Background: an optimization exercise with open tools, aiming at small area. Do not read the settings as production practice. RTL that was checked went through simulation tests only; none was proved equivalent to the original. Only the layout flow was run in run 5; the RTL was not checked for function there.

## flow/config.mk

```make
export PLATFORM = sky130hd
export DESIGN_NAME = egr_shaper
export DESIGN_NICKNAME = egr_shaper
export VERILOG_FILES = /design/flow/design.v
export SDC_FILE = /design/flow/constraint.sdc
export NUM_CORES = 4
export LEC_CHECK = 0
export CAP_MARGIN = 20
export CORE_MARGIN = 2
export CORE_UTILIZATION = 55
export CTS_BUF_LIST = sky130_fd_sc_hd__clkbuf_8 sky130_fd_sc_hd__clkbuf_16
export CTS_CLUSTER_DIAMETER = 80
export CTS_CLUSTER_SIZE = 20
export PLACE_DENSITY = 0.7
export SETUP_SLACK_MARGIN = 1.0
export SLEW_MARGIN = 20
```

## flow/constraint.sdc

```tcl
create_clock -name core_clock -period 45.0 [get_ports {clk}]
set_input_delay 9.0000 -clock core_clock [delete_from_list [all_inputs] [get_ports {clk}]]
set_output_delay 9.0000 -clock core_clock [all_outputs]
set_load 0.01 [all_outputs]
```

## flow/design.v

```verilog
module shp_div (
    input  wire [28:0] r,
    output wire [28:0] q
);
    localparam [10:0] K = 11'd1423;     
    reg [10:0] t;
    reg [9:0]  rem;
    reg [11:0] c;
    reg [37:0] qq;
    integer    k, j;
    always @* begin
        rem = 10'd0;
        for (k = 37; k >= 0; k = k - 1) begin
            t = {rem, (k >= 9) ? r[k-9] : 1'b0};
            c[0] = 1'b0;
            for (j = 0; j < 11; j = j + 1)
                c[j+1] = K[j] ? (t[j] | c[j]) : (t[j] & c[j]);
            qq[k] = c[11];                       
            for (j = 0; j < 10; j = j + 1)
                rem[j] = t[j] ^ (c[11] & (K[j] ^ c[j]));
        end
    end
    assign q = qq[28:0];
endmodule
module shp_bucket (
    input  wire        clk,
    input  wire        rst,
    input  wire        tick,
    input  wire        ld_tok,       
    input  wire        en_inc,
    input  wire        en_burst,
    input  wire        wr_ovh,
    input  wire [28:0] d_inc,
    input  wire [24:0] d_burst,
    input  wire [7:0]  d_ovh,
    input  wire [25:0] t_in,
    output wire [7:0]  ovh_q,        
    output wire [7:0]  povh_q,       
    output wire        pv_q,         
    output wire        lo_nz,        
    output wire [25:0] r_hi,         
    output wire [41:0] tok,
    output wire        el
);
    reg [41:0] tokens;
    reg [28:0] inc;
    reg [24:0] burst;
    reg [7:0]  ovh;
    reg [7:0]  povh;
    reg        pv;
    wire ld_ovh = tick & pv;
    assign ovh_q  = ovh;
    assign povh_q = povh;
    assign pv_q   = pv;
    reg [41:0] s, r;
    reg        c, g, a, gt, sel;
    integer    j;
    always @* begin
        c = 1'b0;
        for (j = 0; j < 42; j = j + 1) begin
            a    = (j < 29) ? (inc[j] & tick) : 1'b0;
            s[j] = tokens[j] ^ a ^ c;
            c    = (tokens[j] & a) | (c & (tokens[j] ^ a));
        end
        g = |s[15:0];
        for (j = 16; j < 41; j = j + 1)
            g = (s[j] & ~burst[j-16]) | (s[j] & g) | (~burst[j-16] & g);
        gt  = g & ~s[41] & tick;
        sel = gt | rst;
        r   = sel ? {1'b0, (rst ? 25'd0 : burst), 16'd0} : s;
    end
    assign lo_nz = |r[15:0];
    assign r_hi = r[41:16];
    always @(posedge clk) begin
        tokens <= {ld_tok ? t_in : r[41:16], r[15:0]};
        if (en_inc)
            inc <= d_inc;
        if (en_burst)
            burst <= d_burst;
        if (rst | ld_ovh)
            ovh <= rst ? 8'd24 : povh;
        if (wr_ovh)
            povh <= d_ovh;
        pv <= ~rst & (wr_ovh | (pv & ~tick));
    end
    assign tok = tokens;
    assign el  = ~tokens[41] & (|tokens[40:0]);
endmodule
module egr_shaper (
    input  wire        clk,
    input  wire        rst,           
    input  wire        tick,          
    input  wire        cfg_we,        
    input  wire [3:0]  cfg_idx,       
    input  wire [1:0]  cfg_sel,       
    input  wire [31:0] cfg_data,
    input  wire        req_valid,     
    input  wire [3:0]  req_idx,       
    input  wire [13:0] req_len,       
    output reg         dec_valid,     
    output reg         dec_grant,     
    output wire [15:0] elig,          
    input  wire [3:0]  rd_idx,        
    output wire [41:0] rd_tokens
);
    localparam NB = 16;
    wire [28:0] cfg_inc;
    shp_div u_div (.r(cfg_data[28:0]), .q(cfg_inc));
    wire [28:0] d_inc   = rst ? 29'd81920 : cfg_inc;
    wire [24:0] d_burst = rst ? 25'd65536 : cfg_data[24:0];
    wire        wr      = cfg_we & ~rst;
    wire [7:0]     ovh_v  [0:NB-1];
    wire [7:0]     povh_v [0:NB-1];
    wire [NB-1:0]  pv_v;
    wire [25:0]    rhi_v  [0:NB-1];
    wire [NB-1:0]  lonz_v;
    wire [NB*42-1:0] tk;
    wire [7:0]  req_ovh = (tick & pv_v[req_idx]) ? povh_v[req_idx] : ovh_v[req_idx];
    wire [25:0] req_r   = rhi_v[req_idx];
    wire        req_pos = ~req_r[25] & ((|req_r[24:0]) | lonz_v[req_idx]);
    wire        grant   = req_valid & ~rst & req_pos;
    reg  [14:0] cost;
    reg         cc, la, oa;
    integer     k;
    always @* begin
        cc = 1'b0;
        for (k = 0; k < 15; k = k + 1) begin
            la      = (k < 14) ? req_len[k] : 1'b0;
            oa      = (k < 8)  ? req_ovh[k] : 1'b0;
            cost[k] = la ^ oa ^ cc;
            cc      = (la & oa) | (cc & (la ^ oa));
        end
    end
    reg  [25:0] nt;
    reg         sc, xa, ca;
    always @* begin
        sc = 1'b0;
        for (k = 0; k < 26; k = k + 1) begin
            xa    = ~req_r[k];
            ca    = (k < 15) ? cost[k] : 1'b0;
            nt[k] = xa ^ ca ^ sc;
            sc    = (xa & ca) | (sc & (xa ^ ca));
        end
    end
    wire [25:0] t_in = rst ? 26'd65536 : ~nt;
    genvar gi;
    generate
        for (gi = 0; gi < NB; gi = gi + 1) begin : b
            wire w = wr & (cfg_idx == gi);
            shp_bucket u (
                .clk(clk), .rst(rst), .tick(tick),
                .ld_tok(rst | (grant & (req_idx == gi))),
                .en_inc(rst | (w & (cfg_sel == 2'd0))),
                .en_burst(rst | (w & (cfg_sel == 2'd1))),
                .wr_ovh(w & (cfg_sel == 2'd2)),
                .d_inc(d_inc), .d_burst(d_burst), .d_ovh(cfg_data[7:0]),
                .t_in(t_in),
                .ovh_q(ovh_v[gi]), .povh_q(povh_v[gi]), .pv_q(pv_v[gi]),
                .lo_nz(lonz_v[gi]), .r_hi(rhi_v[gi]),
                .tok(tk[gi*42 +: 42]), .el(elig[gi])
            );
        end
    endgenerate
    assign rd_tokens = tk[rd_idx*42 +: 42];
    always @(posedge clk) begin
        dec_valid <= req_valid & ~rst;
        dec_grant <= grant;
    end
endmodule
```

## flow/flow/run.sh

```bash
#!/bin/bash
# Standard synthesis, then an area re-map of its combinational logic (the
# registers stay as synthesized), then the standard layout from that netlist.
set -euo pipefail
W=$(pwd)
R=$W/orfs/results/$FLOW_PLATFORM/egr_shaper/base
bash standard.sh synth > $W/std_synth.log 2>&1
cp $R/1_2_yosys.v $W/std_1_2_yosys.v
LIB=$FLOW_HOME/platforms/$FLOW_PLATFORM/lib/sky130_fd_sc_hd__tt_025C_1v80.lib \
NETLIST=$W/std_1_2_yosys.v OUT=$W/remap TOP=$FLOW_TOP SCRIPT=$W/flow/remap.abc \
yosys -c $W/flow/remap.tcl > $W/remap_yosys.log 2>&1
cp $W/remap.v $R/1_2_yosys.v
rm -f $R/1_synth.odb $R/1_synth.sdc
bash standard.sh > $W/std_layout.log 2>&1
```

## flow/flow/remap.abc

```
strash; &get -n; &fraig -x; &put; scorr; dc2; strash; &get -n; &dch -f; &nf -D 30000; &put; buffer; upsize -D 30000; dnsize -D 30000; stime -p
```

## flow/flow/remap.tcl

```tcl
# Re-map the combinational logic of the standard synthesis netlist for area
# under a delay target. Flip-flops keep their instances, names and cell types;
# every other cell is read as its liberty function and mapped again by ABC.
yosys -import
set L $::env(LIB)
read_liberty -ignore_miss_func $L
blackbox sky130_fd_sc_hd__dfxtp_1 sky130_fd_sc_hd__edfxtp_1 sky130_fd_sc_hd__conb_1
read_verilog -overwrite $::env(NETLIST)
hierarchy -top $::env(TOP)
tee -o $::env(OUT).in.stat stat -liberty $L
select -set keepc t:sky130_fd_sc_hd__dfxtp_1 t:sky130_fd_sc_hd__edfxtp_1
yosys rename -hide t:sky130_fd_sc_hd__* @keepc %d
flatten
opt_clean
set du ""
foreach c {sky130_fd_sc_hd__probe_p_8 sky130_fd_sc_hd__probec_p_8 sky130_fd_sc_hd__lpflow_bleeder_1 sky130_fd_sc_hd__lpflow_clkbufkapwr_1 sky130_fd_sc_hd__lpflow_clkbufkapwr_16 sky130_fd_sc_hd__lpflow_clkbufkapwr_2 sky130_fd_sc_hd__lpflow_clkbufkapwr_4 sky130_fd_sc_hd__lpflow_clkbufkapwr_8 sky130_fd_sc_hd__lpflow_clkinvkapwr_1 sky130_fd_sc_hd__lpflow_clkinvkapwr_16 sky130_fd_sc_hd__lpflow_clkinvkapwr_2 sky130_fd_sc_hd__lpflow_clkinvkapwr_4 sky130_fd_sc_hd__lpflow_clkinvkapwr_8 sky130_fd_sc_hd__lpflow_decapkapwr_12 sky130_fd_sc_hd__lpflow_decapkapwr_3 sky130_fd_sc_hd__lpflow_decapkapwr_4 sky130_fd_sc_hd__lpflow_decapkapwr_6 sky130_fd_sc_hd__lpflow_decapkapwr_8 sky130_fd_sc_hd__lpflow_inputiso0n_1 sky130_fd_sc_hd__lpflow_inputiso0p_1 sky130_fd_sc_hd__lpflow_inputiso1n_1 sky130_fd_sc_hd__lpflow_inputiso1p_1 sky130_fd_sc_hd__lpflow_inputisolatch_1 sky130_fd_sc_hd__lpflow_isobufsrc_1 sky130_fd_sc_hd__lpflow_isobufsrc_16 sky130_fd_sc_hd__lpflow_isobufsrc_2 sky130_fd_sc_hd__lpflow_isobufsrc_4 sky130_fd_sc_hd__lpflow_isobufsrc_8 sky130_fd_sc_hd__lpflow_isobufsrckapwr_16 sky130_fd_sc_hd__lpflow_lsbuf_lh_hl_isowell_tap_1 sky130_fd_sc_hd__lpflow_lsbuf_lh_hl_isowell_tap_2 sky130_fd_sc_hd__lpflow_lsbuf_lh_hl_isowell_tap_4 sky130_fd_sc_hd__lpflow_lsbuf_lh_isowell_4 sky130_fd_sc_hd__lpflow_lsbuf_lh_isowell_tap_1 sky130_fd_sc_hd__lpflow_lsbuf_lh_isowell_tap_2 sky130_fd_sc_hd__lpflow_lsbuf_lh_isowell_tap_4} { lappend du -dont_use $c }
abc -liberty $L {*}$du -script $::env(SCRIPT)
opt_clean -purge
hilomap -singleton -hicell sky130_fd_sc_hd__conb_1 HI -locell sky130_fd_sc_hd__conb_1 LO
tee -o $::env(OUT).stat stat -liberty $L
write_verilog -noattr -noexpr -nohex -nodec $::env(OUT).v
```

## flow/standard.sh

```bash
#!/bin/bash
# synth_recipe.tcl (not shown) runs the flow's synth.tcl, then flattens the netlist and writes it again
# the make line also repeats each setting of config.mk as NAME=value (left out here)
make -C /OpenROAD-flow-scripts/flow DESIGN_CONFIG=/design/flow/config.mk WORK_HOME=/design/flow/orfs CLKGATE_MAP_FILE= SYNTH_SCRIPT=/design/flow/synth_recipe.tcl "${@:-finish}"
```

==> run_results.csv, run 1 <==
group,metric,value,unit
outcome,outcome,"no timing/DRC/antenna violations",
grt,overflow,0,
critical_path,cp_num_buf_inv,13,
worst_hold_path,min_path_type,"register to register",
clock_tree,cts_buffer_depth,3,
clock_tree,cts_tree,"built",
drt,drt.antenna.violating_nets,0,
floorplan,initial_utilization,55.4,%
sta,finalHoldWorstSlack,513,ps
placement,dp_hpwl,354,mm
drt,vias,94278,
drt,route.detailed.drc,0,
sta,finalCritPeriodShare,92.7,%
floorplan,die_h,431,um
critical_path,cpMaxStageDelayCell,"or4_1",
logic_synthesis,netlist_area,100000,um2
critical_path,cpMostUsedCell,"buf_4",
drt,drt_iter0_drc,16633,
critical_path,worst_ep_arrival_time,42290,ps
clock_tree,cts_hold_buffers,0,
placement,dp_slack,-241,ps
flow_run,drv_cap,0,
drt,drt-vias-per-instance,6.94,
drt,postRouteWirelength,478,mm
sta,hold_viol,0,
logic_synthesis,synth_cells,10812,
logic_synthesis,avgSynthCellArea,9.29,um2
grt,grt_pass1_wl,651,mm
critical_path,critPathMaxFanout,16,
floorplan,die_x,431,um
clock_tree,cts_root_buffer,"clkbuf_16",
grt,grt_max_degree,126,
critical_path,crit_required,45580,ps
clock_tree,cts-buffers-inserted,119,
placement,port_buffers,121,
sta,fmax,24.0,MHz
sta,worstMarginPinSlew,1340,ps
floorplan,io_pins,125,
critical_path,endpoint_kind,"register",
drt,first_pass_iters,10,
placement,gp_congestion,1.10,
sta,rsz0062_at_grt,"false",
sta,drv_slew,0,
sta,relSlewSlack,9.84,%
critical_path,reg2reg_slack,18650,ps
layout,utilization,61.6,%
drt,routedWlPerCell,35.2,um
layout,drive_above_1_share,9.47,%
clock_tree,clkSinkCount,1810,
layout,syn_to_final_growth,11.1,%
critical_path,critPathTopFamily,"compound AO/OA/AOI/OAI gates",
sta,setup_violations,0,
logic_synthesis,synth_fp_nets,10877,
grt,grt_usage,50.3,%
layout,nNetsFinal,11138,
floorplan,placementRows,156,
critical_path,start_kind,"primary input",
grt,grt_antenna_before_repair,53,
sta,worst_slack,3290,ps
critical_path,max_stage_delay,600,ps
clock_tree,insertion_delay,860,ps
floorplan,die_area,186000,um2
logic_synthesis,ys_warn_count,3,
floorplan,coreArea,181000,um2
grt,grt_pass1_vias,85941,
sta,setup_tns,0,ps
clock_tree,cts.reportedPaths.clkPinSlew,80,ps
critical_path,worstSetupPathType,"primary input to register",
sta,clock_skew,72.2,ps
sta,layout_min_cycle_time,41710,ps
clock_tree,htreeDepth,3,
## what timing repair did
item	in CTS	in global routing
buffers inserted	0	5
hold endpoints to repair	0	0
pin swaps	0	6
setup endpoints to repair	32	80
resized for setup	6	66
## through the flow
step,cell area [um2],cells
after global placement,107000,13312
after global routing,111000,13552
after CTS,111000,13539
final,111000,13582
after detailed placement,107000,13313
after floorplan,100000,10812
## cells in the final DEF (no fill, tap or decap), types with 184 or more instances in the layout
cell,count
mux4_2,203
inv_1,241
o22ai_1,203
xnor2_1,586
nand2_1,1708
maj3_1,218
o21ai_0,1097
dfxtp_1,690
nor2_1,1286
nand2b_1,426
a21oi_1,588
edfxtp_1,1120
buf_4,317
nor2b_1,184
xor2_1,208
## routing by layer
layer,up-vias,track usage [%],part of all wire [%]
met4,42,42.7,11
met5,-,0.416,0.12
li1,39889,-,-
met1,44518,60.3,34
met2,7935,70.5,40
met3,1894,19.8,15
## layout make-up
| class | instances | area (um2) |
|---|---|---|
| clock buffers | 127 | 3130 |
| repair buffers | 446 | 3760 |
| fillers | 14873 | 69600 |
| inverters | 201 | 763 |
| flip-flops and latches | 1810 | 47400 |
| multi-input cells | 8495 | 52400 |
| diodes | 34 | 85.1 |
| clock inverters | 99 | 916 |
| well taps | 2370 | 2970 |
## state kept, by name, indices dropped and copies added, names as in the netlist
name,cells
dec_grant,1
dec_valid,1
b.u.inc,464
b.u.burst,400
b.u.tokens,672
b.u.pv,16
b.u.ovh,128
b.u.povh,128
## worst paths after layout
check,from,endpoint,cells past startpoint
worst max-delay path,cfg_data[22],b[12].u.inc[0]$_DFFE_PP_,127
worst max register to register,b[8].u.tokens[0]$_DFF_P_,b[13].u.tokens[40]$_DFF_P_,113
worst min-delay path,b[10].u.pv$_DFF_P_,b[10].u.pv$_DFF_P_,2
worst min register to register,b[10].u.pv$_DFF_P_,b[10].u.pv$_DFF_P_,2
## worst min-delay path, stage by stage (launching register included)
cell	delay (ps)
dfxtp_1	320
inv_1	70
o32ai_1	80
==> run 2: changes to the inputs <==
--- a/flow/design.v
+++ b/flow/design.v
@@ -4,18 +4,19 @@
 );
-    localparam [10:0] K = 11'd1423;     
-    reg [10:0] t;
+    reg [39:0] x;
+    reg [11:0] t;
     reg [9:0]  rem;
-    reg [11:0] c;
-    reg [37:0] qq;
-    integer    k, j;
+    reg [39:0] qq;
+    reg        g1, g2, g3;
+    integer    k;
     always @* begin
+        x   = {2'b00, r, 9'd0};
         rem = 10'd0;
-        for (k = 37; k >= 0; k = k - 1) begin
-            t = {rem, (k >= 9) ? r[k-9] : 1'b0};
-            c[0] = 1'b0;
-            for (j = 0; j < 11; j = j + 1)
-                c[j+1] = K[j] ? (t[j] | c[j]) : (t[j] & c[j]);
-            qq[k] = c[11];                       
-            for (j = 0; j < 10; j = j + 1)
-                rem[j] = t[j] ^ (c[11] & (K[j] ^ c[j]));
+        for (k = 38; k >= 0; k = k - 2) begin
+            t  = {rem, x[k+1], x[k]};
+            g1 = (t >= 12'd625);
+            g2 = (t >= 12'd1250);
+            g3 = (t >= 12'd1875);
+            qq[k+1] = g2;
+            qq[k]   = g3 | (g1 & ~g2);
+            rem = g3 ? (t - 12'd1875) : g2 ? (t - 12'd1250) : g1 ? (t - 12'd625) : t[9:0];
         end
@@ -69,3 +70,3 @@
         sel = gt | rst;
-        r   = sel ? {1'b0, (rst ? 25'd0 : burst), 16'd0} : s;
+        r   = sel ? {1'b0, burst, 16'd0} : s;      
     end
==> flow/flow/remap.abc (replaced) <==
strash; dc2; dch -f; map -a; strash; dch -f; map -a; topo
--- a/flow/flow/remap.tcl
+++ b/flow/flow/remap.tcl
@@ -1,3 +1,3 @@
-# Re-map the combinational logic of the standard synthesis netlist for area
-# under a delay target. Flip-flops keep their instances, names and cell types;
+# Re-map the combinational logic of the standard synthesis netlist for area.
+# Flip-flops keep their instances, names and cell types;
 # every other cell is read as its liberty function and mapped again by ABC.
--- a/flow/config.mk
+++ b/flow/config.mk
@@ -14,3 +14,3 @@
 export PLACE_DENSITY = 0.7
-export SETUP_SLACK_MARGIN = 1.0
+export SETUP_SLACK_MARGIN = 0.5
 export SLEW_MARGIN = 20
==> run 2 against run 1 <==
Maximum frequency up 2.4%. Worst hold slack worse by 26 ps. Non-clock buffer count shrank 70. Critical path depth increased by 33. Global-route usage decreased by 3.4 points. Setup slack improved by 990 ps. Largest cell class is now sequential cells.
==> run_results.csv, run 2 <==
group,metric,value,unit
floorplan,initial_utilization,55.5,%
grt,gr-usage-met2,68.0,%
layout,nNetsFinal,13517,
layout,final_cell_mix,"2259 x nand2_1, 2257 x nor2_1, 1723 x clkinv_1",
grt,top_usage_layer,"met2",
floorplan,coreArea,181000,um2
critical_path,max_stage_delay,710,ps
critical_path,worst_ep_arrival_time,41370,ps
placement,gp_congestion,1.10,
outcome,outcome,"no timing/DRC/antenna violations",
worst_hold_path,min_path_type,"register to register",
drt,postRouteWirelength,450,mm
drt,first_pass_iters,10,
sta,hold_viol,0,
layout,seqCellArea,47400,um2
sta,rsz0062_at_grt,"false",
placement,dp_slack,3790,ps
layout,fillers,15745,
logic_synthesis,synth_fp_nets,13021,
layout,top_register,"b.u.tokens",
logic_synthesis,ys_warn_count,3,
clock_tree,clkSinkCount,1810,
clock_tree,cts.reportedPaths.clkPinSlew,90,ps
sta,setup_tns,0,ps
logic_synthesis,netlist_area,101000,um2
floorplan,die_x,431,um
grt,use_met1,58.1,%
clock_tree,postCtsSetupBuffers,0,
logic_synthesis,avgSynthCellArea,7.76,um2
layout,layout_commonest_cell,"nand2_1",
critical_path,worstSetupPathType,"primary input to register",
clock_tree,htreeDepth,3,
flow_run,drv_cap,0,
critical_path,crit_required,45650,ps
logic_synthesis,synth_cells,12956,
grt,grt_antenna_before_repair,25,
placement,port_buffers,121,
sta,relSlewSlack,8.34,%
placement,dp_hpwl,340,mm
drt,vias,103300,
clock_tree,cts_tree,"built",
drt,drt.antenna.violating_nets,0,
floorplan,io_pins,125,
grt,grt_pass1_vias,93723,
clock_tree,cts_root_buffer,"clkbuf_16",
grt,grt_use_met3,16.1,%
drt,drt-vias-per-instance,6.48,
floorplan,die_h,431,um
layout,multiInputGateArea,47100,um2
grt,grt_pass1_wl,629,mm
critical_path,endpoint_kind,"register",
sta,finalCritPeriodShare,90.5,%
layout,drive_above_1_share,4.78,%
critical_path,critPathMaxFanout,16,
clock_tree,cts_hold_buffers,0,
layout,syn_to_final_growth,10.7,%
drt,drt_iter0_drc,16686,
drt,route.detailed.drc,0,
grt,grt_usage,46.8,%
sta,worstMarginPinSlew,1370,ps
layout,largestRegisters,"b.u.tokens x672, b.u.inc x464, b.u.burst x400",
layout,largest_reg_flops,672,
critical_path,cpMaxStageDelayCell,"o311ai_0",
grt,grt_max_degree,149,
critical_path,start_kind,"primary input",
critical_path,cpMostUsedCell,"nor2_1",
floorplan,die_area,186000,um2
floorplan,placementRows,156,
clock_tree,insertion_delay,860,ps
clock_tree,cts_buffer_depth,3,
sta,worst_slack,4270,ps
sta,fmax,24.6,MHz
sta,setup_violations,0,
drt,routedWlPerCell,28.3,um
clock_tree,cts-buffers-inserted,118,
sta,drv_slew,0,
sta,layout_min_cycle_time,40730,ps
grt,overflow,0,
sta,clock_skew,48.3,ps
## run 2: cell count changes in the layout (fill, tap and decap cells not counted), sizes merged, moves of 111 or more
cell,change
a21oi,+909
clkinv,+1724
inv,-195
mux4,-203
nand2,+548
nand2b,-427
nand3,+111
nor2,+959
nor2b,-186
xnor2,-247
## run 2: through the flow
stage                     cells  hold slack (ps)  util, %  cell area [um2]
after floorplan           12956              456        -           101000
after detailed placement  15695              471     59.1           107000
after global routing      15919              506     61.4           111000
final                     15935              487     61.4           111000
after global placement    15695              470     59.1           107000
after CTS                 15910              487     61.3           111000
## run 2: cell type report
type,instances,area share [%]
multi-input cells,9416,42.3
well taps,2370,2.67
clock buffers,123,2.73
flip-flops and latches,1810,42.7
inverters,1730,5.86
repair buffers,376,2.95
diodes,18,0.0405
clock inverters,92,0.764
## run 2: layer usage
metal / vias up / share of wire (%)
met5: - / 0.056
met2: 7811 / 41
met1: 48036 / 35
met3: 1721 / 16
li1: 45716 / -
met4: 16 / 9.2
## run 2: path summary, 6_finish.rpt
check                                               from                         to  slack [ps]  cells past startpoint
worst max register to register  b[2].u.tokens[0]$_DFF_P_  b[9].u.tokens[41]$_DFF_P_       20750                    133
worst min-delay path                  b[10].u.pv$_DFF_P_         b[10].u.pv$_DFF_P_         490                      2
worst min register to register        b[10].u.pv$_DFF_P_         b[10].u.pv$_DFF_P_         490                      2
worst max-delay path                        cfg_data[23]    b[7].u.inc[0]$_DFFE_PP_        4270                    160
## run 2: repair_timing
action                                  CTS  global route
endpoints found under the setup margin    0            32
hold endpoints to repair                  0             0
resized for setup                         0             1
## run 2: critical path: cells and delay by family
kind                   cells  cell delay [ps]
XOR/XNOR                   7             2130
AO/OA/AOI/OAI             31             7810
buffers and inverters     36             7700
AND/OR/NAND/NOR           86            14590
==> run 3: changes to the inputs <==
--- a/flow/config.mk
+++ b/flow/config.mk
@@ -7,3 +7,3 @@
 export LEC_CHECK = 0
-export CAP_MARGIN = 20
+export CAP_MARGIN = 10
 export CORE_MARGIN = 2
@@ -11,6 +11,6 @@
 export CTS_BUF_LIST = sky130_fd_sc_hd__clkbuf_8 sky130_fd_sc_hd__clkbuf_16
-export CTS_CLUSTER_DIAMETER = 80
-export CTS_CLUSTER_SIZE = 20
+export CTS_CLUSTER_DIAMETER = 90
+export CTS_CLUSTER_SIZE = 25
 export PLACE_DENSITY = 0.7
 export SETUP_SLACK_MARGIN = 0.5
-export SLEW_MARGIN = 20
+export SLEW_MARGIN = 10
==> run 3 against run 2 <==
Now fails the layout checks on max-capacitance violations, max-slew violations. First-iteration DRC count shrank 0.49%. Utilization shrank 0.47 points. Area after synthesis is the same. Global-route usage shrank 0.11 points. Worst hold slack gained 11 ps. Critical path type unchanged. Highest routed layer unchanged.
==> run_results.csv, run 3 <==
group,metric,value,unit
outcome,outcome,"complete, but fails checks",
outcome,violations,"max-capacitance violations, max-slew violations",
worst_hold_path,min_to,"b[10].u.pv$_DFF_P_",
floorplan,die_h,431,um
sta,layout_min_cycle_time,40800,ps
placement,dp_hpwl,340,mm
critical_path,max_stage_delay,740,ps
sta,setup_tns,0,ps
critical_path,endpoint_kind,"register",
clock_tree,cts-buffers-inserted,94,
logic_synthesis,netlist_area,101000,um2
layout,seqCellArea,47400,um2
logic_synthesis,ys_warn_count,3,
critical_path,cpMaxStageDelayCell,"o311ai_0",
critical_path,reg2reg_slack,20860,ps
grt,grt_pass1_vias,92960,
sta,hold_viol,0,
clock_tree,cts_hold_buffers,0,
drt,first_pass_iters,14,
worst_hold_path,min_path_cells,2,
placement,gp_congestion,1.10,
sta,drv_slew,2,
logic_synthesis,avgSynthCellArea,7.76,um2
floorplan,coreArea,181000,um2
clock_tree,cts-resized-gates,0,
sta,rsz0062_at_grt,"false",
grt,grt_usage,46.7,%
critical_path,worst_ep_arrival_time,41410,ps
flow_run,drv_cap,2,
floorplan,initial_utilization,55.5,%
clock_tree,clkSinkCount,1810,
critical_path,critPathMaxFanout,16,
placement,port_buffers,121,
logic_synthesis,synth_fp_nets,13021,
layout,final_cell_count_no_fill,15888,
drt,postRouteWirelength,450,mm
layout,top_register,"b.u.tokens",
placement,placedCellCount,15695,
floorplan,io_pins,125,
layout,layout_commonest_cell,"nand2_1",
critical_path,start_kind,"primary input",
sta,clock_skew,52.3,ps
critical_path,worstReg2RegEnd,"b[7].u.tokens[41]$_DFF_P_",
layout,nNetsFinal,13487,
clock_tree,cts_tree,"built",
layout,syn_to_final_growth,9.82,%
floorplan,die_x,431,um
floorplan,placementRows,156,
layout,final_cell_mix,"2259 x nand2_1, 2257 x nor2_1, 1724 x clkinv_1",
grt,overflow,0,
layout,largestRegisters,"b.u.tokens x672, b.u.inc x464, b.u.burst x400",
sta,finalCritPeriodShare,90.7,%
drt,drt_iter0_drc,16605,
sta,worstMarginPinSlew,1540,ps
grt,grt_max_degree,149,
clock_tree,insertion_delay,840,ps
grt,grt_antenna_before_repair,32,
grt,grt_pass1_wl,627,mm
critical_path,cpMostUsedCell,"nor2_1",
clock_tree,cts_buffer_depth,3,
critical_path,r2r-start,"b[2].u.tokens[0]$_DFF_P_",
clock_tree,cts_root_buffer,"clkbuf_16",
drt,route.detailed.drc,0,
layout,multiInputGateArea,47000,um2
sta,relSlewSlack,-2.66,%
drt,drt.antenna.violating_nets,0,
sta,setup_violations,0,
layout,fillers,15820,
clock_tree,htreeDepth,3,
layout,drive_above_1_share,4.43,%
critical_path,worstSetupPathType,"primary input to register",
critical_path,crit_required,45610,ps
drt,drt-vias-per-instance,6.49,
worst_hold_path,min_path_type,"register to register",
worst_hold_path,min-delay-start,"b[10].u.pv$_DFF_P_",
floorplan,die_area,186000,um2
drt,vias,103043,
drt,routedWlPerCell,28.3,um
layout,largest_reg_flops,672,
critical_path,r2r_cells,133,
logic_synthesis,synth_cells,12956,
clock_tree,postCtsSetupBuffers,0,
clock_tree,cts.reportedPaths.clkPinSlew,90,ps
sta,fmax,24.5,MHz
## run 3: metrics by stage
step | util [%] | area [um2] | worst slack (ps) | hold slack (ps)
3_3_place_gp | 59.1 | 107000 | 3710 | 470
4_1_cts | 60.9 | 110000 | 4340 | 488
2_1_floorplan | - | 101000 | 12290 | 456
5_1_grt | 60.9 | 110000 | 532 | 513
3_5_place_dp | 59.1 | 107000 | 3640 | 474
6_report | 60.9 | 110000 | 4200 | 499
## run 3: how the worst max path moves through the flow
| stage | startpoint | cells after the start | endpoint |
|---|---|---|---|
| 6_report | cfg_data[23] | 161 | b[9].u.inc[0]$_DFFE_PP_ |
| 5_1_grt | cfg_data[23] | 160 | b[1].u.inc[0]$_DFFE_PP_ |
| 4_1_cts | cfg_data[23] | 161 | b[7].u.inc[0]$_DFFE_PP_ |
| 3_5_place_dp | cfg_data[23] | 161 | b[15].u.inc[0]$_DFFE_PP_ |
| 3_3_place_gp | cfg_data[23] | 149 | b[14].u.inc[0]$_DFFE_PP_ |
| 2_1_floorplan | cfg_data[23] | 156 | b[0].u.inc[0]$_DFFE_PP_ |
## run 3: area by class of cell
| type | instances | share of cell area (%) |
|---|---|---|
| sequential | 1810 | 43.0 |
| clock buffer | 106 | 2.33 |
| timing repair buffer | 370 | 2.84 |
| clock inverter | 63 | 0.568 |
| tap | 2370 | 2.69 |
| multi-input combinational | 9416 | 42.6 |
| antenna | 23 | 0.0521 |
| inverter | 1730 | 5.90 |
## run 3: critical path: cells and delay by family
kind / cells / cell delay [ps]
AOI/OAI and AO/OA: 33 / 8750
and+or+nand+nor: 83 / 13630
buffers and inverters: 39 / 8140
xor gates and xnor gates: 6 / 1750
## run 3: metal layers
layer / up-vias / part of all wire [%] / track usage [%]
li1: 45632 / - / -
met3: 1633 / 16 / 16.5
met5: - / 0.062 / 0
met4: 30 / 9.0 / 33.3
met1: 47871 / 34 / 58.1
met2: 7877 / 41 / 67.3
==> run 4: changes to the inputs <==
--- a/flow/design.v
+++ b/flow/design.v
@@ -70,3 +70,3 @@
         sel = gt | rst;
-        r   = sel ? {1'b0, burst, 16'd0} : s;      
+        r   = sel ? {1'b0, (rst ? 25'd0 : burst), 16'd0} : s;
     end
==> flow/run.sh (new file) <==
#!/bin/bash
# synth_recipe.tcl (not shown) runs the flow's synth.tcl, then flattens the netlist and writes it again
# the make line also repeats each setting of config.mk as NAME=value (left out here)
make -C /OpenROAD-flow-scripts/flow DESIGN_CONFIG=/design/flow/config.mk WORK_HOME=/design/flow/orfs CLKGATE_MAP_FILE= SYNTH_SCRIPT=/design/flow/synth_recipe.tcl finish
--- a/flow/config.mk
+++ b/flow/config.mk
@@ -7,3 +7,3 @@
 export LEC_CHECK = 0
-export CAP_MARGIN = 10
+export CAP_MARGIN = 20
 export CORE_MARGIN = 2
@@ -11,6 +11,6 @@
 export CTS_BUF_LIST = sky130_fd_sc_hd__clkbuf_8 sky130_fd_sc_hd__clkbuf_16
-export CTS_CLUSTER_DIAMETER = 90
-export CTS_CLUSTER_SIZE = 25
+export CTS_CLUSTER_DIAMETER = 80
+export CTS_CLUSTER_SIZE = 20
 export PLACE_DENSITY = 0.7
 export SETUP_SLACK_MARGIN = 0.5
-export SLEW_MARGIN = 10
+export SLEW_MARGIN = 20
removed: flow/flow/run.sh
removed: flow/flow/remap.abc
removed: flow/flow/remap.tcl
removed: flow/standard.sh
==> run 4 against run 3 <==
Now clean on timing, DRC and antenna. Wire length up 7.9%. Largest cell class is now multi-input gates. Count of clock-buffer cells in the layout is 11 higher. Final area grew 4.2%. Critical path depth fell by 76. Clock skew increased by 4.0 ps. Setup slack better by 3700 ps. Sequential cell count stayed put. Register-to-register slack got worse by 4200 ps. Critical path type unchanged.
==> run_results.csv, run 4 <==
group,metric,value,unit
critical_path,max_stage_delay,950,ps
grt,grt_max_degree,137,
sta,worstMarginPinSlew,1380,ps
flow_run,drv_cap,0,
sta,setup_tns,0,ps
layout,largestRegisters,"b.u.tokens x672, b.u.inc x464, b.u.burst x400",
sta,finalHoldWorstSlack,540,ps
floorplan,die_x,444,um
sta,relSlewSlack,5.18,%
clock_tree,postCtsSetupBuffers,0,
drt,drt-vias-per-instance,7.17,
layout,nNetsFinal,10408,
clock_tree,clkSinkCount,1810,
drt,drt.antenna.violating_nets,0,
clock_tree,cts-buffers-inserted,111,
clock_tree,insertion_delay,820,ps
logic_synthesis,synth_fp_nets,10491,
logic_synthesis,synth_cells,9660,
sta,fmax,27.0,MHz
layout,final_cell_mix,"1120 x edfxtp_1, 754 x nor2_1, 690 x dfxtp_1",
floorplan,placementRows,161,
clock_tree,cts_buffer_depth,3,
outcome,outcome,"no timing/DRC/antenna violations",
logic_synthesis,synth.distinct_cells,148,
sta,hold_viol,0,
critical_path,worst_ep_arrival_time,37740,ps
layout,utilization,59.7,%
logic_synthesis,ys_top_cells_by_area,"edfxtp_1 32%, dfxtp_1 13%, fa_1 8.8%",
grt,grt_pass1_wl,661,mm
sta,finalCritPeriodShare,82.4,%
layout,layout_commonest_cell,"edfxtp_1",
logic_synthesis,synth_edf_count,1120,
logic_synthesis,yosysMostFrequentCell,"edfxtp_1",
critical_path,critPathMaxFanout,136,
critical_path,critPathTopFamily,"adder cells",
logic_synthesis,synthFlopType,"edfxtp_1",
layout,drive_above_1_share,10.2,%
floorplan,io_pins,125,
drt,postRouteWirelength,486,mm
sta,layout_min_cycle_time,37090,ps
critical_path,r2r-start,"b[9].u.inc[0]$_DFFE_PP_",
sta,rsz0062_at_grt,"false",
clock_tree,cts_root_buffer,"clkbuf_16",
logic_synthesis,yosysTopAreaCellShare,31.6,%
placement,dp_hpwl,365,mm
floorplan,die_h,444,um
worst_hold_path,min_path_type,"register to register",
layout,fillers,15823,
critical_path,cpMostUsedCell,"fa_1",
logic_synthesis,ys_warn_count,3,
layout,largest_reg_flops,672,
sta,drv_slew,0,
grt,grt_usage,48.6,%
logic_synthesis,yosys_register_bits,1810,
critical_path,endpoint_kind,"register",
floorplan,coreArea,193000,um2
drt,vias,88149,
critical_path,worstSetupPathType,"primary input to register",
sta,setup_violations,0,
critical_path,r2r_cells,87,
logic_synthesis,synth.top_cells.by_count,"1120 x edfxtp_1, 803 x nor2_1, 690 x dfxtp_1",
clock_tree,htreeDepth,3,
floorplan,die_area,197000,um2
worst_hold_path,min-delay-start,"b[5].u.povh[3]$_DFFE_PP_",
clock_tree,cts_hold_buffers,0,
grt,overflow,0,
worst_hold_path,min_to,"b[5].u.ovh[3]$_SDFFCE_PP1P_",
floorplan,initial_utilization,55.3,%
layout,top_register,"b.u.tokens",
critical_path,worstReg2RegEnd,"b[4].u.tokens[40]$_DFF_P_",
layout,final_area,115000,um2
drt,first_pass_iters,12,
logic_synthesis,avgSynthCellArea,11.0,um2
placement,dpl_cell_area,111000,um2
clock_tree,cts.reportedPaths.clkPinSlew,80,ps
critical_path,crit_required,45650,ps
logic_synthesis,netlist_area,107000,um2
critical_path,cpMaxStageDelayCell,"ha_1",
clock_tree,cts-resized-gates,0,
layout,syn_to_final_growth,7.97,%
sta,worst_slack,7910,ps
critical_path,cp_num_buf_inv,10,
drt,drt_iter0_drc,14167,
clock_tree,cts_tree,"built",
worst_hold_path,min_path_cells,1,
placement,gp_congestion,1.16,
grt,grt_pass1_vias,82698,
grt,grt_antenna_before_repair,92,
sta,clock_skew,56.4,ps
critical_path,start_kind,"primary input",
drt,route.detailed.drc,0,
logic_synthesis,synth-seq-area-share,44.5,%
logic_synthesis,async_flop_share,0,%
placement,dp_slack,7740,ps
critical_path,reg2reg_slack,16620,ps
logic_synthesis,yosysTopAreaCell,"edfxtp_1",
drt,routedWlPerCell,39.5,um
placement,port_buffers,121,
==> run 4: cell count changes in the layout (fill, tap and decap cells not counted), moves of 247 or more <==
cell,previous run,this run
a21oi_1,1501,348
xnor2_1,344,70
and2_1,0,450
ha_1,0,295
a211oi_1,25,280
maj3_1,120,367
nor2_1,2257,754
fa_1,0,469
nor2b_1,0,289
inv_1,25,653
clkinv_1,1724,7
nand2_1,2259,658
o21ai_0,1144,275
==> run 4: routing by layer <==
metal	global-route usage [%]	vias to the layer above	wire (um)
met5	0.684	-	443
met3	18.5	1982	68800
met1	57.3	43314	162000
li1	-	35454	-
met2	69.3	7352	203000
met4	42.3	47	52200
==> run 4: cell families after synthesis <==
family,share of synthesized area [%]
AOI/OAI and AO/OA,12.9
DFF,44.5
and+or+nand+nor,14.7
muxes,7.21
xor gates and xnor gates,0.755
adders and majority gates,15.7
buffers and inverters,4.21
==> run 4: worst max-delay path by stage <==
stage / from / to / slack (ps) / cells after the start
detailed placement: tick / b[4].u.tokens[40]$_DFF_P_ / 7740 / 85
finish: tick / b[4].u.tokens[40]$_DFF_P_ / 7910 / 85
global route: cfg_data[20] / b[11].u.inc[0]$_DFFE_PP_ / 6420 / 79
CTS: tick / b[4].u.tokens[40]$_DFF_P_ / 8470 / 85
global placement: cfg_data[20] / b[10].u.inc[0]$_DFFE_PP_ / 7840 / 80
floorplan: tick / b[10].u.tokens[41]$_DFF_P_ / 10620 / 93
==> run 4: worst register-to-register path: cells and delay by family, from the launching register on <==
| family | cells | cell delay (ps) |
|---|---|---|
| multiplexers | 1 | 120 |
| buffers and inverters | 7 | 470 |
| flip-flops | 1 | 360 |
| AO/OA/AOI/OAI | 4 | 660 |
| AND/OR/NAND/NOR | 9 | 2220 |
| adder cells (fa/ha/maj) | 66 | 24370 |
==> run 4: stage by stage <==
stage | instances
after detailed placement | 11982
final | 12290
after CTS | 12190
after global routing | 12216
after global placement | 11977
after floorplan | 9660
==> run 4: layout make-up <==
| type | count | area [um2] | area share (%) |
|---|---|---|---|
| multi-input combinational | 6698 | 55400 | 48.1 |
| antenna | 92 | 230 | 0.200 |
| sequential | 1810 | 47400 | 41.2 |
| tap | 2526 | 3160 | 2.75 |
| inverter | 603 | 2270 | 1.97 |
| clock inverter | 91 | 588 | 0.511 |
| clock buffer | 117 | 2880 | 2.51 |
| timing repair buffer | 353 | 3100 | 2.69 |
==> run 5: changes to the inputs <==
==> flow/design.v (replaced) <==
module egr_shaper (
    input  wire        clk,
    input  wire        rst,           
    input  wire        tick,          
    input  wire        cfg_we,        
    input  wire [3:0]  cfg_idx,       
    input  wire [1:0]  cfg_sel,       
    input  wire [31:0] cfg_data,
    input  wire        req_valid,     
    input  wire [3:0]  req_idx,       
    input  wire [13:0] req_len,       
    output reg         dec_valid,     
    output reg         dec_grant,     
    output wire [15:0] elig,          
    input  wire [3:0]  rd_idx,        
    output wire [41:0] rd_tokens
);
    localparam NB = 16;
    localparam TW = 42;               
    localparam [28:0] RST_INC   = 29'd81920;      
    localparam [24:0] RST_BURST = 25'd65536;
    localparam [7:0]  RST_OVH   = 8'd24;
    wire [37:0] rate_scaled = {cfg_data[28:0], 9'd0};
    wire [37:0] inc_full    = rate_scaled / 38'd625;
    wire [28:0] cfg_inc     = inc_full[28:0];
    reg signed [TW-1:0] tokens    [0:NB-1];
    reg        [28:0]   inc       [0:NB-1];
    reg        [24:0]   burst     [0:NB-1];
    reg        [7:0]    ovh       [0:NB-1];
    reg        [28:0]   pend_inc   [0:NB-1];
    reg        [24:0]   pend_burst [0:NB-1];
    reg        [7:0]    pend_ovh   [0:NB-1];
    reg                 pend_inc_v   [0:NB-1];
    reg                 pend_burst_v [0:NB-1];
    reg                 pend_ovh_v   [0:NB-1];
    integer i;
    reg        [28:0]   inc_n;
    reg        [24:0]   burst_n;
    reg        [7:0]    ovh_n;
    reg signed [TW-1:0] cap;
    reg signed [TW-1:0] sum;
    reg signed [TW-1:0] t_ref;
    reg signed [TW-1:0] cost;
    reg                 hit;
    reg                 grant_c;
    always @(posedge clk) begin
        if (rst) begin
            for (i = 0; i < NB; i = i + 1) begin
                tokens[i]       <= $signed({1'b0, RST_BURST, 16'd0});
                inc[i]          <= RST_INC;
                burst[i]        <= RST_BURST;
                ovh[i]          <= RST_OVH;
                pend_inc[i]     <= 29'd0;
                pend_burst[i]   <= 25'd0;
                pend_ovh[i]     <= 8'd0;
                pend_inc_v[i]   <= 1'b0;
                pend_burst_v[i] <= 1'b0;
                pend_ovh_v[i]   <= 1'b0;
            end
            dec_valid <= 1'b0;
            dec_grant <= 1'b0;
        end else begin
            grant_c = 1'b0;
            for (i = 0; i < NB; i = i + 1) begin
                inc_n   = (tick && pend_inc_v[i])   ? pend_inc[i]   : inc[i];
                burst_n = (tick && pend_burst_v[i]) ? pend_burst[i] : burst[i];
                ovh_n   = (tick && pend_ovh_v[i])   ? pend_ovh[i]   : ovh[i];
                cap = $signed({1'b0, burst_n, 16'd0});
                sum = tokens[i] + $signed({13'd0, inc_n});
                if (tick)
                    t_ref = (sum > cap) ? cap : sum;
                else
                    t_ref = tokens[i];
                hit  = req_valid && (req_idx == i);
                cost = $signed({10'd0, {2'b00, req_len} + {8'd0, ovh_n}, 16'd0});
                if (hit && (t_ref > 0)) begin
                    tokens[i] <= t_ref - cost;
                    grant_c   = 1'b1;
                end else begin
                    tokens[i] <= t_ref;
                end
                inc[i]   <= inc_n;
                burst[i] <= burst_n;
                ovh[i]   <= ovh_n;
                if (tick) begin
                    pend_inc_v[i]   <= 1'b0;
                    pend_burst_v[i] <= 1'b0;
                    pend_ovh_v[i]   <= 1'b0;
                end
                if (cfg_we && (cfg_idx == i)) begin
                    case (cfg_sel)
                        2'd0: begin pend_inc[i]   <= cfg_inc;          pend_inc_v[i]   <= 1'b1; end
                        2'd1: begin pend_burst[i] <= cfg_data[24:0];   pend_burst_v[i] <= 1'b1; end
                        2'd2: begin pend_ovh[i]   <= cfg_data[7:0];    pend_ovh_v[i]   <= 1'b1; end
                        default: ;
                    endcase
                end
            end
            dec_valid <= req_valid;
            dec_grant <= grant_c;
        end
    end
    genvar g;
    generate
        for (g = 0; g < NB; g = g + 1) begin : g_elig
            assign elig[g] = (tokens[g] > 0);
        end
    endgenerate
    assign rd_tokens = tokens[rd_idx];
endmodule
==> flow/config.mk (replaced) <==
export PLATFORM = sky130hd
export DESIGN_NAME = egr_shaper
export DESIGN_NICKNAME = egr_shaper
export VERILOG_FILES = /design/flow/design.v
export SDC_FILE = /design/flow/constraint.sdc
export NUM_CORES = 4
export LEC_CHECK = 0
export CAP_MARGIN = 20
export CORE_MARGIN = 2
export CORE_UTILIZATION = 40
export PLACE_DENSITY = 0.6
export SLEW_MARGIN = 20
==> run 5 against run 4 <==
Still clean. Synthesized cell count rose by 120%. Count of clock-buffer cells in the layout is 327 higher. Final cell count increased by 120%. Non-clock buffer count grew 145. Critical path depth grew 43. Utilization fell by 15 points. Sequential cell count grew 896. Largest cell class unchanged.
==> run_results.csv, run 5 <==
group,metric,value,unit
logic_synthesis,synth_compound_area_share,18.9,%
drt,drt_iter0_drc,18368,
logic_synthesis,synth_edf_count,0,
grt,grt_pass1_vias,141921,
worst_hold_path,min_path_type,"register to register",
clock_tree,cts_root_buffer,"clkbuf_16",
sta,fmax,23.5,MHz
sta,setup_tns,0,ps
layout,layout_commonest_cell,"dfxtp_1",
floorplan,die_area,433000,um2
grt,grt_pass1_wl,997,mm
floorplan,coreArea,426000,um2
logic_synthesis,synthFlopType,"dfxtp_1",
logic_synthesis,synth.distinct_cells,143,
clock_tree,cts_hold_buffers,0,
critical_path,critPathMaxFanout,30,
placement,dpl_cell_area,178000,um2
layout,final_cell_mix,"2706 x dfxtp_1, 2429 x nor2_1, 2331 x a21oi_1",
critical_path,worst_ep_arrival_time,43440,ps
logic_synthesis,avgSynthCellArea,8.11,um2
logic_synthesis,synth-seq-area-share,31.7,%
logic_synthesis,netlist_area,171000,um2
logic_synthesis,synthXorXnorAreaFrac,6.76,%
logic_synthesis,synth_fp_nets,22444,
drt,routedWlPerCell,26.5,um
critical_path,worstSetupPathType,"primary input to register",
logic_synthesis,async_flop_share,0,%
sta,hold_viol,0,
floorplan,die_x,658,um
critical_path,cpMaxStageDelayCell,"clkdlybuf4s50_1",
critical_path,crit_required,45840,ps
logic_synthesis,ys_top_cells_by_area,"dfxtp_1 32%, ha_1 9.1%, a21oi_1 6.8%",
clock_tree,clkSinkCount,2706,
layout,drive_above_1_share,9.24,%
floorplan,initial_utilization,40.1,%
layout,syn_to_final_growth,10.4,%
layout,utilization,44.3,%
clock_tree,cts_buffer_depth,4,
logic_synthesis,synth_cells,21089,
sta,finalHoldWorstSlack,452,ps
clock_tree,cts_tree,"built",
critical_path,cp_num_buf_inv,21,
logic_synthesis,yosysTopAreaCellShare,31.7,%
drt,vias,156992,
grt,grt_usage,31.2,%
drt,drt-vias-per-instance,5.88,
sta,relSlewSlack,14.8,%
critical_path,endpoint_kind,"register",
sta,rsz0062_at_grt,"false",
flow_run,drv_cap,0,
logic_synthesis,synth_top_family_by_area,"simple AND/OR/NAND/NOR gates",
logic_synthesis,yosysMostFrequentCell,"dfxtp_1",
placement,dp_hpwl,517,mm
clock_tree,cts-buffers-inserted,308,
sta,setup_violations,0,
sta,layout_min_cycle_time,42600,ps
grt,overflow,0,
logic_synthesis,synthAdderAreaFrac,9.69,%
critical_path,start_kind,"primary input",
logic_synthesis,synth.top_cells.by_count,"2706 x dfxtp_1, 2473 x nor2_1, 2335 x nand2_1",
clock_tree,insertion_delay,1000,ps
layout,largest_reg_flops,672,
drt,first_pass_iters,8,
grt,grt_max_degree,204,
placement,port_buffers,121,
logic_synthesis,yosys_register_bits,2706,
drt,postRouteWirelength,706,mm
logic_synthesis,synthMuxAreaShare,8.74,%
critical_path,cpMostUsedCell,"buf_4",
layout,nNetsFinal,22066,
critical_path,max_stage_delay,740,ps
outcome,outcome,"no timing/DRC/antenna violations",
clock_tree,cts.reportedPaths.clkPinSlew,60,ps
clock_tree,htreeDepth,5,
logic_synthesis,ys_warn_count,11,
drt,drt.antenna.violating_nets,0,
sta,finalCritPeriodShare,94.7,%
grt,grt_antenna_before_repair,93,
logic_synthesis,synthSimpleGateAreaFrac,20.2,%
floorplan,die_h,658,um
layout,final_area,189000,um2
floorplan,io_pins,125,
sta,clock_skew,59.9,ps
logic_synthesis,yosysTopAreaCell,"dfxtp_1",
sta,drv_slew,0,
sta,worstMarginPinSlew,1260,ps
floorplan,placementRows,240,
critical_path,critPathTopFamily,"compound AO/OA/AOI/OAI gates",
layout,largestRegisters,"tokens x672, inc x464, pend_inc x464",
layout,top_register,"tokens",
drt,route.detailed.drc,0,
placement,gp_congestion,1.06,
==> run 5: per-layer routing <==
| layer | routed length [um] | track usage [%] | vias up |
|---|---|---|---|
| li1 | - | - | 73134 |
| met1 | 290000 | 40.8 | 75480 |
| met2 | 296000 | 46.5 | 6889 |
| met3 | 72200 | 7.29 | 1457 |
| met4 | 47500 | 18.6 | 32 |
| met5 | 245 | 0 | - |
==> run 5: timing repair <==
item	CTS	global route
resized for setup	0	7
endpoints found under the setup margin	0	16
buffers inserted	0	1
==> run 5: final timing paths <==
| kind | startpoint | to | slack [ps] | depth (start not counted) |
|---|---|---|---|---|
| setup / recovery | cfg_data[27] | pend_inc[5][0]$_SDFFE_PP0P_ | 2400 | 128 |
| hold / removal | pend_inc[15][9]$_SDFFE_PP0P_ | pend_inc[15][9]$_SDFFE_PP0P_ | 450 | 2 |
| hold reg to reg | pend_inc[15][9]$_SDFFE_PP0P_ | pend_inc[15][9]$_SDFFE_PP0P_ | 450 | 2 |
| setup reg to reg | pend_inc_v[15]$_SDFF_PP0_ | tokens[15][38]$_SDFF_PP0_ | 29350 | 71 |
==> run 5: logic make-up (layout without fill, tap and decap cells) <==
logic type | after synthesis | after routing
AOI/OAI and AO/OA | 5068 | 5068
xor gates and xnor gates | 1309 | 1309
buffers and inverters | 1809 | 1672
adders and majority gates | 1296 | 1296
DFF | 2706 | 2706
muxes | 1410 | 1410
and+or+nand+nor | 7491 | 7491
other | 0 | 47
==> run 5: worst reg2reg max path, delay by kind of cell, from the launching register on <==
| family | cells | cell delay (ps) |
|---|---|---|
| flip-flops | 1 | 310 |
| multiplexers | 1 | 400 |
| adder cells (fa/ha/maj) | 3 | 950 |
| buffers and inverters | 4 | 850 |
| AND/OR/NAND/NOR | 15 | 3240 |
| AO/OA/AOI/OAI | 46 | 9400 |
| XOR/XNOR | 2 | 310 |
==> run 5: through the flow <==
stage	setup slack, ps	instances
floorplan	6080	21089
global placement	992	26080
detailed placement	1030	26082
CTS	1880	26633
global route	84.1	26647
finish	2400	26686
==> run 5: final cells by class <==
cell class / count / area [um2]
diodes: 47 / 118
clock buffers: 444 / 9180
clock inverters: 107 / 1390
fillers: 42446 / 238000
inverters: 623 / 2350
multi-input cells: 16574 / 110000
flip-flops and latches: 2706 / 54200
well taps: 5687 / 7120
repair buffers: 498 / 3980

[port drivers added, routing unchanged]
No port has a modelled driver above. Below, the same layouts with a new extraction and two added sets of constraints.
Step 1, drivers: a clkbuf_16 drives clk and a buf_2 each remaining input, both assumed.
Step 2 also shifts input and output timing later by t, the mid clock arrival at the registers, as if the neighbouring blocks saw the same clock.
Three values: no drivers, after step 1, after step 2; two values: the first two.
run	shift t [ns]	slack for setup (ns)	worst setup path at the end	worst slew at a driven data input, ns	pins driven straight from the clock port
run 1	0.919	3.289 / 3.356 / 2.437	input to register	0.16	1
run 2	0.938	4.275 / 4.348 / 3.410	input to register	0.14	1
run 3	0.907	4.199 / 4.268 / 3.361	input to register	0.12	1
run 4	0.901	7.913 / 7.980 / 7.079	input to register	0.07	1
run 5	1.069	2.405 / 2.393 / 1.324	input to register	0.31	1
The setup slack of run 5, which loses most, moves by -0.012 ns with the drivers and by -1.081 ns with both steps.
